This design comes from an exercise in tuning for small area and a short achievable clock period on the open sky130 flow, not from production work.
In this exercise RTL edits were held to simulation tests only and were not proved equivalent to the original.
No activity file was given, so power comes from the tool's default toggle rates.

// mosaic_coder
module mosaic_coder (
    input  wire        clk,
    input  wire        rst,           
    input  wire        in_valid,
    input  wire        in_first,      
    input  wire        in_last,       
    input  wire [3:0]  in_depth,      
    input  wire [2:0]  in_pred,       
    input  wire [4:0]  in_avail,      
    input  wire        in_ef_colour,  
    input  wire [15:0] in_x,
    input  wire [15:0] in_a,
    input  wire [15:0] in_b,
    input  wire [15:0] in_c,
    input  wire [15:0] in_e,
    input  wire [15:0] in_f,
    output reg         out_valid,
    output reg  [29:0] out_code,      
    output reg  [4:0]  out_len,
    output reg         blk_valid,
    output reg  [2:0]  blk_pred,
    output reg  [22:0] blk_bits
);
For scale: ~4900 cells after synthesis, ~450 flip-flops, about 180 I/O pins, roughly 31000 sq um of cells after synthesis.
==> flow/config.mk <==
export PLATFORM = sky130hd
export DESIGN_NAME = mosaic_coder
export DESIGN_NICKNAME = mosaic_coder
export VERILOG_FILES = /design/flow/design.v
export SDC_FILE = /design/flow/constraint.sdc
export NUM_CORES = 4
export LEC_CHECK = 0
export ABC_AREA = 1
export CAP_MARGIN = 20
export CORE_MARGIN = 2
export CORE_UTILIZATION = 60
export CTS_CLUSTER_DIAMETER = 60
export CTS_CLUSTER_SIZE = 30
export SLEW_MARGIN = 70
==> flow/constraint.sdc <==
create_clock -name core_clock -period 20.0 [get_ports {clk}]
set_input_delay 4.0000 -clock core_clock [delete_from_list [all_inputs] [get_ports {clk}]]
set_output_delay 4.0000 -clock core_clock [all_outputs]
set_load 0.01 [all_outputs]
standard.sh (not shown) runs the stock make flow with config.mk's settings and CLKGATE_MAP_FILE= SYNTH_SCRIPT=/design/flow/synth_recipe.tcl, a recipe that flattens the netlist after the stock synthesis.
==> flow/flow/run.sh <==
#!/bin/bash
# Layout flow: the standard ORFS flow (standard.sh) with three changes in
# how the layout is made:
#  - synthesis maps adders as plain logic for abc (no half/full adder cells,
#    yosys's default Brent-Kung carry network instead of Kogge-Stone);
#  - abc maps with a 2.6 ns delay target and recovers area within it
#    (flow/abc_area.script, used for the synthesis step only);
#  - ports are buffered with sky130_fd_sc_hd__buf_2 cells.
# Each step's full output goes to a log file in this folder.
set -euo pipefail
export ADDER_MAP_FILE=
export SYNTH_OPERATIONS_ARGS=-booth
export BUFFER_PORTS_ARGS="-buffer_cell sky130_fd_sc_hd__buf_2"

# Synthesis, with a copy of ORFS's scripts whose abc area script is ours
rm -rf synth_scripts
cp -r "$FLOW_HOME/scripts" synth_scripts
cp flow/abc_area.script synth_scripts/abc_area.script
SCRIPTS_DIR="$PWD/synth_scripts" bash standard.sh synth > synth.log 2>&1

# The rest of the standard flow
bash standard.sh > standard.log 2>&1
==> flow/flow/abc_area.script <==
strash
dch
map -D 2600
topo
stime -c
buffer -c
upsize -c
dnsize -c
Edit:
--- a/flow/design.v
+++ b/flow/design.v
@@ -281,33 +281,35 @@
         ge[i] = (|(nw >> i)) | (neg & ((nw & ((17'd1 << i) - 17'd1)) == ((17'd1 << i) - 17'd1)));
       ctx_ge[0] = |(ds & {ge[6], ge[5], ge[4], ge[3], ge[2], ge[1], ge[0], ge[0], ge[0]});
       ctx_ge[1] = |(ds & {ge[8], ge[7], ge[6], ge[5], ge[4], ge[3], ge[2], ge[1], ge[1]});
       ctx_ge[2] = |(ds & ge[10:2]);
     end
   endfunction
   wire [2:0] ge_u = ctx_ge(u_abc, dsel);
   wire [2:0] ge_v = ctx_ge(v_ab, dsel);
-  wire [2:0] ge   = (a_lt_c == b_lt_c) ? ge_u : ge_v;
-  wire [1:0] q    = ge[2] ? 2'd3 : ge[1] ? 2'd2 : ge[0] ? 2'd1 : 2'd0;
-  reg         v2, first2, last2, use_ef2;
-  reg  [2:0]  pred2;
-  reg  [1:0]  q2, med2;
+  reg         v2, first2, last2, use_ef2, ctx_u2;
+  reg  [2:0]  pred2, ge_u2, ge_v2;
+  reg  [1:0]  med2;
   reg  [15:0] m2 [0:5];
   always @(posedge clk) begin
     v2      <= v1 && !rst;
     first2  <= first1;
     last2   <= last1;
     use_ef2 <= use_ef1;
     pred2   <= pred1;
-    q2      <= q;
+    ctx_u2  <= (a_lt_c == b_lt_c);
+    ge_u2   <= ge_u;
+    ge_v2   <= ge_v;
     med2    <= med_u;
     for (p = 0; p < 6; p = p + 1)
       m2[p] <= m_u[p];
   end
+  wire [2:0] ge = ctx_u2 ? ge_u2 : ge_v2;
+  wire [1:0] q2 = ge[2] ? 2'd3 : ge[1] ? 2'd2 : ge[0] ? 2'd1 : 2'd0;
   wire [4:0] k_u    [0:5];
   wire [4:0] cost_u [0:5];
   generate
     for (g = 0; g < 6; g = g + 1) begin : g_cost
       mc_class u_cls (.m(m2[g]), .k(k_u[g]));
       mc_cost u_cost (.q(q2), .k(k_u[g]), .cost(cost_u[g]));
     end
   endgenerate
The new run finished with timing, DRC and antenna clean. Sequential power hardly moves. Worst hold slack is about the same. Total power increases slightly. Synthesized cell count shrinks slightly. Routed wire length decreases by a few percent. Clock-buffer cell count is lower by 2. Combinational power is about the same. Global-route usage went down by 0.99 points. Worst setup slack is worse by 27 ps.

* * *

## run a
Starting RTL as in the previous note.
Settings: LEC_CHECK=0, ABC_AREA=1, CAP_MARGIN=20, CORE_MARGIN=2, CORE_UTILIZATION=60, CTS_CLUSTER_DIAMETER=60, CTS_CLUSTER_SIZE=30, SLEW_MARGIN=70; clock period 20.0 ns.
==> flow/flow/run.sh <==
#!/bin/bash
# Layout flow: the standard ORFS flow (standard.sh) with three changes in
# how the layout is made:
#  - synthesis maps adders as plain logic for abc (no half/full adder cells,
#    yosys's default Brent-Kung carry network instead of Kogge-Stone);
#  - abc maps with a 2.8 ns delay target and recovers area within it
#    (flow/abc_area.script, used for the synthesis step only);
#  - ports are buffered with sky130_fd_sc_hd__buf_2 cells.
# Each step's full output goes to a log file in this folder.
set -euo pipefail
export ADDER_MAP_FILE=
export SYNTH_OPERATIONS_ARGS=-booth
export BUFFER_PORTS_ARGS="-buffer_cell sky130_fd_sc_hd__buf_2"

# Synthesis, with a copy of ORFS's scripts whose abc area script is ours
rm -rf synth_scripts
cp -r "$FLOW_HOME/scripts" synth_scripts
cp flow/abc_area.script synth_scripts/abc_area.script
SCRIPTS_DIR="$PWD/synth_scripts" bash standard.sh synth > synth.log 2>&1

# The rest of the standard flow
bash standard.sh > standard.log 2>&1
==> flow/flow/abc_area.script <==
strash
dch
map -D 2800
topo
stime -c
buffer -c
upsize -c
dnsize -c
Input changes introduced in run b (baseline for comparison: run a):
-- flow/design.v --
<<< run a, line 287
  wire [2:0] ge_u = ctx_ge(u_abc, dsel);
  wire [2:0] ge_v = ctx_ge(v_ab, dsel);
  wire [2:0] ge   = (a_lt_c == b_lt_c) ? ge_u : ge_v;
  wire [1:0] q    = ge[2] ? 2'd3 : ge[1] ? 2'd2 : ge[0] ? 2'd1 : 2'd0;
  reg         v2, first2, last2, use_ef2;
  reg  [2:0]  pred2;
  reg  [1:0]  q2, med2;
  reg  [15:0] m2 [0:5];
  always @(posedge clk) begin
>>> run b, line 287
  wire [2:0] ge_u = ctx_ge(u_abc, dsel);
  wire [2:0] ge_v = ctx_ge(v_ab, dsel);
  reg         v2, first2, last2, use_ef2, ctx_u2;
  reg  [2:0]  pred2, ge_u2, ge_v2;
  reg  [1:0]  med2;
  reg  [15:0] m2 [0:5];
  always @(posedge clk) begin
<<< run a, line 299
    use_ef2 <= use_ef1;
    pred2   <= pred1;
    q2      <= q;
    med2    <= med_u;
    for (p = 0; p < 6; p = p + 1)
      m2[p] <= m_u[p];
  end
  wire [4:0] k_u    [0:5];
  wire [4:0] cost_u [0:5];
>>> run b, line 297
    use_ef2 <= use_ef1;
    pred2   <= pred1;
    ctx_u2  <= (a_lt_c == b_lt_c);
    ge_u2   <= ge_u;
    ge_v2   <= ge_v;
    med2    <= med_u;
    for (p = 0; p < 6; p = p + 1)
      m2[p] <= m_u[p];
  end
  wire [2:0] ge = ctx_u2 ? ge_u2 : ge_v2;
  wire [1:0] q2 = ge[2] ? 2'd3 : ge[1] ? 2'd2 : ge[0] ? 2'd1 : 2'd0;
  wire [4:0] k_u    [0:5];
  wire [4:0] cost_u [0:5];
### Flow results
met3 wire length of run b falls short of that of run a by a few percent. Every run in the comparison, run b and run a, completed the flow with a clean layout. The lower wire length of the first global-routing pass of run b and run a is in run b. Flop and latch count out of synthesis: run b > run a. The number of vias in the routed layout of run b was superior to that of run a. The fmax of run a and that of run b are within noise of each other. In the reports for run b and run a, the smaller number of non-clock inverters belongs to run b. Between run b and run a, it is run b whose power density relative to cell area is higher, by 1.0%.

## static timing again, ports no longer ideal
Ports are ideal in the flow. The routed layouts listed here were re-timed in OpenROAD.
Step 1 assumes that a clkbuf_16 drives the clock port and a buf_2 every other input.
Step 2 adds t to the input delays and takes it off the output delays; t is the mean of the earliest and latest rising clock arrival at the registers after step 1. Input paths then give back, and output paths get back, about the clock's delay inside the block.
Slacks: ideal ports / drivers / drivers and shift; pairs: ideal ports / drivers.
run	t, ns	setup slack, ns	latest minus earliest clock arrival (ns)	slew at the worst register clock pin (ns)
the first run of note 1	0.647	14.960 / 14.893 / 14.551	0.036 / 0.036	0.10 / 0.10
the second run of note 1	0.655	14.933 / 14.869 / 14.546	0.035 / 0.035	0.09 / 0.09
run a	0.655	14.931 / 14.866 / 14.398	0.039 / 0.039	0.09 / 0.09
run b	0.656	14.941 / 14.877 / 14.574	0.028 / 0.028	0.09 / 0.09
After both steps every run listed still meets setup and hold. For run a, which loses most, drivers alone change the setup slack by -0.065 ns; drivers and shift together by -0.533 ns.
